What follows belongs to an exercise in optimizing a design on an open flow for small area, a short achievable clock period and few clock cycles per item; a production flow would make more cautious choices. At most, simulation tests tie the RTL to the original design; equivalence was not proved. Power figures rest on the tool's default switching activity, not on a simulated workload.

Setup of lane 1:
==> flow/design.v (excerpt) <==
module fpcvt (
    input  wire        clk,
    input  wire        rst,
    input  wire        in_valid,
    output wire        in_ready,
    input  wire [31:0] x,
    input  wire [3:0]  fmt,
    input  wire        ovf_ieee,
    input  wire        tern,
    output reg         out_valid,
    output reg  [31:0] y,
    output reg         flag_ovf,
    output reg         flag_nan
);
For scale: ~960 cells after synthesis, roughly 77 I/O pins.
export LEC_CHECK = 0
export CAP_MARGIN = 20
export CORE_MARGIN = 2
export CORE_UTILIZATION = 40
export CTS_BUF_LIST = sky130_fd_sc_hd__clkbuf_8
export SLEW_MARGIN = 20
create_clock -name core_clock -period 17.0 [get_ports {clk}]
standard.sh (not shown) runs the stock make flow with config.mk's settings and CLKGATE_MAP_FILE= SYNTH_SCRIPT=/design/flow/synth_recipe.tcl, a recipe that flattens the netlist after the stock synthesis.
==> flow/flow/run.sh <==
#!/bin/bash
set -euo pipefail
export BUFFER_PORTS_ARGS="-buffer_cell sky130_fd_sc_hd__buf_2"
export SETUP_SLACK_MARGIN=12.6
export CTS_ARGS="-sink_clustering_enable -repair_clock_nets -buf_list sky130_fd_sc_hd__clkbuf_8 -dont_use_dummy_load"
bash standard.sh > standard.log 2>&1
Testbench counts of lane 1, summed over its fixed seeds: cycles 24,024, items 24,000.
### lane 1 -> lane 2
diff --git a/flow/design.v b/flow/design.v
--- a/flow/design.v
+++ b/flow/design.v
@@ -92,27 +92,28 @@
                   (f_e2m3 & (ex == 8'd129) & (&mx[22:20])) |
                   (f_e2m1 & (ex == 8'd129) & mx[22]);
     wire bpos   = ~s & ~(exo & ~mxz) & ~(exz & mxz);
     wire oa1    = f_bin ? bpos : isint1 ? (s ? ineg_a : ipos_a) : f_oa;
     wire oc1    = isint1 ? (s ? ineg_c : 1'b1) : f_oc;
     reg        v2;
     reg [31:0] ain;
     reg        up;
-    reg        s2, nan2, oa2, oc2, opt2;
+    reg        s2, nan2, inf2, oa2, oc2, opt2;
     reg [3:0]  fmt2;
     always @(posedge clk) begin
         if (rst) v2 <= 1'b0;
         else     v2 <= v1;
         ain   <= shv[32:1] ^ {32{neg1}};
         up    <= shv[0] & ((|(mx & smask)) | shv[1]);
         s2    <= s;
         nan2  <= exo & ~mxz;
-        oa2   <= oa1 | (~isint1 & exo & mxz);
-        oc2   <= oc1 | (~isint1 & exo & mxz);
+        inf2  <= exo & mxz;
+        oa2   <= oa1;
+        oc2   <= oc1;
         opt2  <= opt1;
         fmt2  <= fmt1;
     end
     wire g_fp32 = fmt2 == 4'h0;
     wire g_bf16 = fmt2 == 4'h1;
     wire g_fp16 = fmt2 == 4'h2;
     wire g_e4m3 = fmt2 == 4'h3;
     wire g_e5m2 = fmt2 == 4'h4;
@@ -123,17 +124,16 @@
     wire g_i16  = fmt2 == 4'h9;
     wire g_i8   = fmt2 == 4'hA;
     wire g_u8   = fmt2 == 4'hB;
     wire g_i4   = fmt2 == 4'hC;
     wire g_i2   = fmt2 == 4'hD;
     wire g_bin  = fmt2 == 4'hE;
     wire isint  = fmt2[3];
     wire neg    = isint & s2;
-    wire inf2   = ~isint & oa2 & oc2;
     wire        cin   = up ^ neg;
     wire [31:0] r     = ain + {31'd0, cin};
     wire lb = (g_i32 & (&ain[30:0])) | (g_i16 & (&ain[14:0])) | (g_i8 & (&ain[6:0])) |
               (g_u8 & (s2 | (&ain[7:0]))) | (g_i4 & (&ain[2:0])) |
               (g_i2 & ((s2 & opt2) | ain[0])) | ~isint;
     wire ovf  = oa2 | (neg ? (oc2 & (~lb | up)) : (oc2 & up & lb));
     wire [31:0] wmask = g_fp32 | g_i32 ? 32'hFFFFFFFF :
                         (g_bf16 | g_fp16 | g_i16) ? 32'h0000FFFF :
Findings:
Simple-gate share of the synthesized area: lane 2 vs lane 1 down 1.6 points
Per the comparison of lane 2 with lane 1, via count of the routed design went up; overall power consumption went up; met1 wire length went down; summed instance area of the synthesized netlist went up; count of sequential standard cells went up.
Taking lane 1 as the reference, in lane 2 total of cells resized after clock tree synthesis now sits higher; setup slack after layout climbed 19 ps; power dissipated in combinational cells stayed essentially flat.
Diff lane 1 -> lane 2: final weighted congestion in routability-driven placement now larger, die area now larger.
The register-to-register setup slack of lane 1 and that of lane 2 are within noise of each other.
Testbench counts of lane 2, summed over its fixed seeds: cycles 24,024, items 24,000.

========
Setup of red:
The RTL this note starts from:
==> flow/design.v <==
module fpcvt (
    input  wire        clk,
    input  wire        rst,
    input  wire        in_valid,
    output wire        in_ready,
    input  wire [31:0] x,
    input  wire [3:0]  fmt,
    input  wire        ovf_ieee,
    input  wire        tern,
    output reg         out_valid,
    output reg  [31:0] y,
    output reg         flag_ovf,
    output reg         flag_nan
);
    assign in_ready = 1'b1;
    reg        v1;
    reg [31:0] x1;
    reg [3:0]  fmt1;
    reg        opt1;
    always @(posedge clk) begin
        if (rst) v1 <= 1'b0;
        else     v1 <= in_valid;
        x1   <= x;
        fmt1 <= fmt;
        opt1 <= fmt[3] ? tern : ovf_ieee;
    end
    wire        s    = x1[31];
    wire [7:0]  ex   = x1[30:23];
    wire [22:0] mx   = x1[22:0];
    wire        exz  = ~|ex;
    wire        exo  = &ex;
    wire        mxz  = ~|mx;
    wire f_fp32 = fmt1 == 4'h0;
    wire f_bf16 = fmt1 == 4'h1;
    wire f_fp16 = fmt1 == 4'h2;
    wire f_e4m3 = fmt1 == 4'h3;
    wire f_e5m2 = fmt1 == 4'h4;
    wire f_e3m2 = fmt1 == 4'h5;
    wire f_e2m3 = fmt1 == 4'h6;
    wire f_e2m1 = fmt1 == 4'h7;
    wire f_i32  = fmt1 == 4'h8;
    wire f_i16  = fmt1 == 4'h9;
    wire f_i8   = fmt1 == 4'hA;
    wire f_u8   = fmt1 == 4'hB;
    wire f_i4   = fmt1 == 4'hC;
    wire f_i2   = fmt1 == 4'hD;
    wire f_bin  = fmt1 == 4'hE;
    wire isint1 = fmt1[3];
    wire [5:0] c1 = f_fp16 ? 6'd6 : f_e4m3 ? 6'd21 : f_e5m2 ? 6'd14 : f_e3m2 ? 6'd26 :
                    f_e2m3 ? 6'd27 : f_e2m1 ? 6'd29 : 6'd30;
    wire [5:0] c2 = f_fp32 ? 6'd8   : f_bf16 ? 6'd24  : f_fp16 ? 6'd21  : (f_e4m3 | f_e2m3) ? 6'd28 :
                    (f_e5m2 | f_e3m2) ? 6'd29 : 6'd30;
    wire       fnorm = f_fp32 | f_bf16 |
                       ((f_fp16 | f_e5m2) & (ex >= 8'd113)) | (f_e4m3 & (ex >= 8'd121)) |
                       (f_e3m2 & (ex >= 8'd125)) | ((f_e2m3 | f_e2m1) & (ex >= 8'd127));
    wire       tsat  = (f_fp16 & (ex <= 8'd70)) | (f_e4m3 & (ex <= 8'd85)) | (f_e5m2 & (ex <= 8'd78)) |
                       (f_e3m2 & (ex <= 8'd90)) | (f_e2m3 & (ex <= 8'd91)) | (f_e2m1 & (ex <= 8'd93)) |
                       (isint1 & (ex <= 8'd94));
    wire [5:0] diff  = c1 - ex[5:0];
    wire [5:0] t     = fnorm ? c2 : (diff | {6{tsat}});
    wire [7:0] ehi =
          ({8{f_fp32 | f_bf16}} & ex)
        | ({8{fnorm & (f_fp16 | f_e5m2)}} & {3'd0, ~ex[4], ex[3:0]})
        | ({8{fnorm & f_e4m3}} & {4'd0, ~ex[3], ex[2:0]})
        | ({8{fnorm & f_e3m2}} & {5'd0, ~ex[2], ex[1:0]})
        | ({8{fnorm & (f_e2m3 | f_e2m1)}} & {6'd0, ~ex[1], ex[0]})
        | {7'd0, ~fnorm};
    wire [38:0] w     = {ehi, mx, 8'd0};
    wire [39:0] shv   = {w, 1'b0} >> t;
    reg  [22:0] smask;
    integer k;
    always @(*)
        for (k = 0; k < 23; k = k + 1)
            smask[k] = (t > k + 9);
    wire neg1 = isint1 & s;
    wire ipos_a = (f_i32 & (ex >= 8'd158)) | (f_i16 & (ex >= 8'd142)) | (f_i8 & (ex >= 8'd134)) |
                  (f_u8 & (ex >= 8'd135)) | (f_i4 & (ex >= 8'd130)) | (f_i2 & (ex >= 8'd128));
    wire ineg_a = (f_i32 & (ex >= 8'd159)) | (f_i16 & (ex >= 8'd143)) | (f_i8 & (ex >= 8'd135)) |
                  (f_u8 & (ex >= 8'd127)) | (f_i4 & (ex >= 8'd131)) |
                  (f_i2 & (opt1 ? (ex >= 8'd128) : (ex >= 8'd129)));
    wire ineg_c = (f_i32 & (ex == 8'd158)) | (f_i16 & (ex == 8'd142)) | (f_i8 & (ex == 8'd134)) |
                  f_u8 | (f_i4 & (ex == 8'd130)) |
                  (f_i2 & (opt1 ? (ex == 8'd127) : (ex == 8'd128)));
    wire fbig   = ((f_fp16 | f_e5m2) & (ex > 8'd142)) | (f_e4m3 & (ex > 8'd135)) |
                  (f_e3m2 & (ex > 8'd131)) | ((f_e2m3 | f_e2m1) & (ex > 8'd129));
    wire f_oa   = (fbig & ~exo) | (f_e4m3 & (ex == 8'd135) & (&mx[22:20]));
    wire f_oc   = (f_bf16 & (ex == 8'd254) & (&mx[22:16])) |
                  (f_fp16 & (ex == 8'd142) & (&mx[22:13])) |
                  (f_e5m2 & (ex == 8'd142) & (&mx[22:21])) |
                  (f_e4m3 & (ex == 8'd135) & (mx[22:20] == 3'b110)) |
                  (f_e3m2 & (ex == 8'd131) & (&mx[22:21])) |
                  (f_e2m3 & (ex == 8'd129) & (&mx[22:20])) |
                  (f_e2m1 & (ex == 8'd129) & mx[22]);
    wire bpos   = ~s & ~(exo & ~mxz) & ~(exz & mxz);
    wire oa1    = f_bin ? bpos : isint1 ? (s ? ineg_a : ipos_a) : f_oa;
    wire oc1    = isint1 ? (s ? ineg_c : 1'b1) : f_oc;
    reg        v2;
    reg [31:0] kept;
    reg        up;
    reg        s2, nan2, oa2, oc2, opt2;
    reg [3:0]  fmt2;
    always @(posedge clk) begin
        if (rst) v2 <= 1'b0;
        else     v2 <= v1;
        kept  <= shv[32:1];
        up    <= shv[0] & ((|(mx & smask)) | shv[1]);
        s2    <= s;
        nan2  <= exo & ~mxz;
        oa2   <= oa1 | (~isint1 & exo & mxz);
        oc2   <= oc1 | (~isint1 & exo & mxz);
        opt2  <= opt1;
        fmt2  <= fmt1;
    end
    wire g_fp32 = fmt2 == 4'h0;
    wire g_bf16 = fmt2 == 4'h1;
    wire g_fp16 = fmt2 == 4'h2;
    wire g_e4m3 = fmt2 == 4'h3;
    wire g_e5m2 = fmt2 == 4'h4;
    wire g_e3m2 = fmt2 == 4'h5;
    wire g_e2m3 = fmt2 == 4'h6;
    wire g_e2m1 = fmt2 == 4'h7;
    wire g_i32  = fmt2 == 4'h8;
    wire g_i16  = fmt2 == 4'h9;
    wire g_i8   = fmt2 == 4'hA;
    wire g_u8   = fmt2 == 4'hB;
    wire g_i4   = fmt2 == 4'hC;
    wire g_i2   = fmt2 == 4'hD;
    wire g_bin  = fmt2 == 4'hE;
    wire isint  = fmt2[3];
    wire neg    = isint & s2;
    wire inf2   = ~isint & oa2 & oc2;
    wire [31:0] ain = kept ^ {32{neg}};      
    wire        cin   = up ^ neg;
    wire [31:0] r     = ain + {31'd0, cin};
    wire lb = (g_i32 & (&ain[30:0])) | (g_i16 & (&ain[14:0])) | (g_i8 & (&ain[6:0])) |
              (g_u8 & (s2 | (&ain[7:0]))) | (g_i4 & (&ain[2:0])) |
              (g_i2 & ((s2 & opt2) | ain[0])) | ~isint;
    wire ovf  = oa2 | (neg ? (oc2 & (~lb | up)) : (oc2 & up & lb));
    wire [31:0] wmask = g_fp32 | g_i32 ? 32'hFFFFFFFF :
                        (g_bf16 | g_fp16 | g_i16) ? 32'h0000FFFF :
                        (g_e4m3 | g_e5m2 | g_i8 | g_u8) ? 32'h000000FF :
                        (g_e3m2 | g_e2m3) ? 32'h0000003F :
                        (g_e2m1 | g_i4) ? 32'h0000000F :
                        g_i2 ? 32'h00000003 : 32'h00000001;
    wire [31:0] wtop  = wmask ^ {1'b0, wmask[31:1]};    
    wire fhasinf = g_fp32 | g_bf16 | g_fp16 | g_e5m2;
    wire fhasnan = fhasinf | g_e4m3;
    wire selr = ~nan2 & ~inf2 & ~ovf & ~g_bin;
    wire [31:0] fnan = g_fp32 ? 32'h7FC00000 : g_bf16 ? 32'h7FC0 : g_fp16 ? 32'h7E00 :
                       g_e5m2 ? 32'h7E : g_e4m3 ? 32'h7F : 32'd0;
    wire [31:0] finf = g_fp32 ? 32'h7F800000 : (g_bf16 ? 32'h7F80 : 32'd0) | (g_fp16 ? 32'h7C00 : 32'd0) |
                       (g_e5m2 ? 32'h7C : 32'd0);
    wire [31:0] fmax = g_fp32 ? 32'h7F7FFFFF : g_bf16 ? 32'h7F7F : g_fp16 ? 32'h7BFF :
                       g_e5m2 ? 32'h7B : g_e4m3 ? 32'h7E : (g_e3m2 | g_e2m3) ? 32'h1F : 32'h7;
    wire useinf = fhasinf & (inf2 | opt2);
    wire [31:0] fcon = nan2 ? fnan : ((useinf ? finf : fmax) | (wtop & {32{s2}}));
    wire [31:0] icon = nan2 ? 32'd0 :
                       s2 ? (g_u8 ? 32'd0 : (g_i2 & opt2) ? 32'h3 : wtop) :
                            (g_u8 ? 32'hFF : {1'b0, wmask[31:1]});
    wire [31:0] ccon = g_bin ? {31'd0, oa2} : isint ? icon : fcon;
    wire [31:0] res   = selr ? ((r & wmask) | (wtop & {32{s2 & ~isint}})) : ccon;
    wire        r_nan = nan2 & ~(fhasnan & ~isint);
    wire        r_ovf = ~nan2 & ~g_bin & ((inf2 & ~isint) ? ~fhasinf : ovf);
    always @(posedge clk) begin
        if (rst) out_valid <= 1'b0;
        else     out_valid <= v2;
        y        <= res;
        flag_ovf <= r_ovf;
        flag_nan <= r_nan;
    end
endmodule
export LEC_CHECK = 0
export CAP_MARGIN = 20
export CORE_MARGIN = 2
export CORE_UTILIZATION = 40
export CTS_BUF_LIST = sky130_fd_sc_hd__clkbuf_8
export SLEW_MARGIN = 20
create_clock -name core_clock -period 17.0 [get_ports {clk}]
==> flow/flow/run.sh <==
#!/bin/bash
set -euo pipefail
export BUFFER_PORTS_ARGS="-buffer_cell sky130_fd_sc_hd__buf_2"
export SETUP_SLACK_MARGIN=12.7
export CTS_ARGS="-sink_clustering_enable -repair_clock_nets -buf_list sky130_fd_sc_hd__clkbuf_8 -dont_use_dummy_load"
bash standard.sh > standard.log 2>&1
Both conditions hold for red: the flow ran to the end and the final layout passed the timing, DRC and antenna checks.
Changes in blue relative to red:
diff --git a/flow/design.v b/flow/design.v
--- a/flow/design.v
+++ b/flow/design.v
@@ -96,5 +96,5 @@
     wire oc1    = isint1 ? (s ? ineg_c : 1'b1) : f_oc;
     reg        v2;
-    reg [31:0] kept;
+    reg [31:0] ain;
     reg        up;
     reg        s2, nan2, oa2, oc2, opt2;
@@ -103,5 +103,5 @@
         if (rst) v2 <= 1'b0;
         else     v2 <= v1;
-        kept  <= shv[32:1];
+        ain   <= shv[32:1] ^ {32{neg1}};
         up    <= shv[0] & ((|(mx & smask)) | shv[1]);
         s2    <= s;
@@ -130,5 +130,4 @@
     wire neg    = isint & s2;
     wire inf2   = ~isint & oa2 & oc2;
-    wire [31:0] ain = kept ^ {32{neg}};      
     wire        cin   = up ^ neg;
     wire [31:0] r     = ain + {31'd0, cin};
Notes after the runs:
blue reached the end of the flow, and the finished layout is clean on the timing, DRC and antenna checks. Looking at fraction of the mapped netlist area in compound gates across blue and red, the one that comes out higher is red. blue gives more relative area change from synthesis to final layout than red did. Across both runs, worst slack at placement was lower for blue than for red. blue ended with less total power after layout than red. Die area: lower on blue. Compared with red, blue shows sequential share of layout area higher by 2.0 points. When the final numbers for blue and red were put side by side, the row count turned out to be smaller in blue. Diff red -> blue | power density normalized to cell area | up by a few percent. Setup slack: blue worse than red. The fmax of blue and that of red are within noise of each other.
Testbench counts of blue, summed over its fixed seeds: cycles 24,024, items 24,000.
For red, only the layout was checked, not whether the RTL still works.

what the ideal ports hide:
How much do the figures lean on ideal ports? The routed layouts below were timed once more, with nothing changed but the port constraints. Step 1 assumes that a clkbuf_16 drives the clock port and a buf_2 every other input. Step 2 adds t to the input delays and takes it off the output delays; t is the mean of the earliest and latest rising clock arrival at the registers after step 1. Input paths then give back, and output paths get back, about the clock's delay inside the block. a / b / c = ideal ports / drivers / drivers and shift; a / b = the first two.
run | t (ns) | setup WS [ns] | worst setup path after step 2
lane 1 | 0.477 | 12.701 / 12.658 / 12.802 | register to register
lane 2 | 0.468 | 12.719 / 12.680 / 12.808 | register to register
red | 0.481 | 12.719 / 12.680 / 12.816 | register to register
blue | 0.476 | 12.713 / 12.670 / 12.888 | register to register
After both steps setup and hold are still met in every run listed.
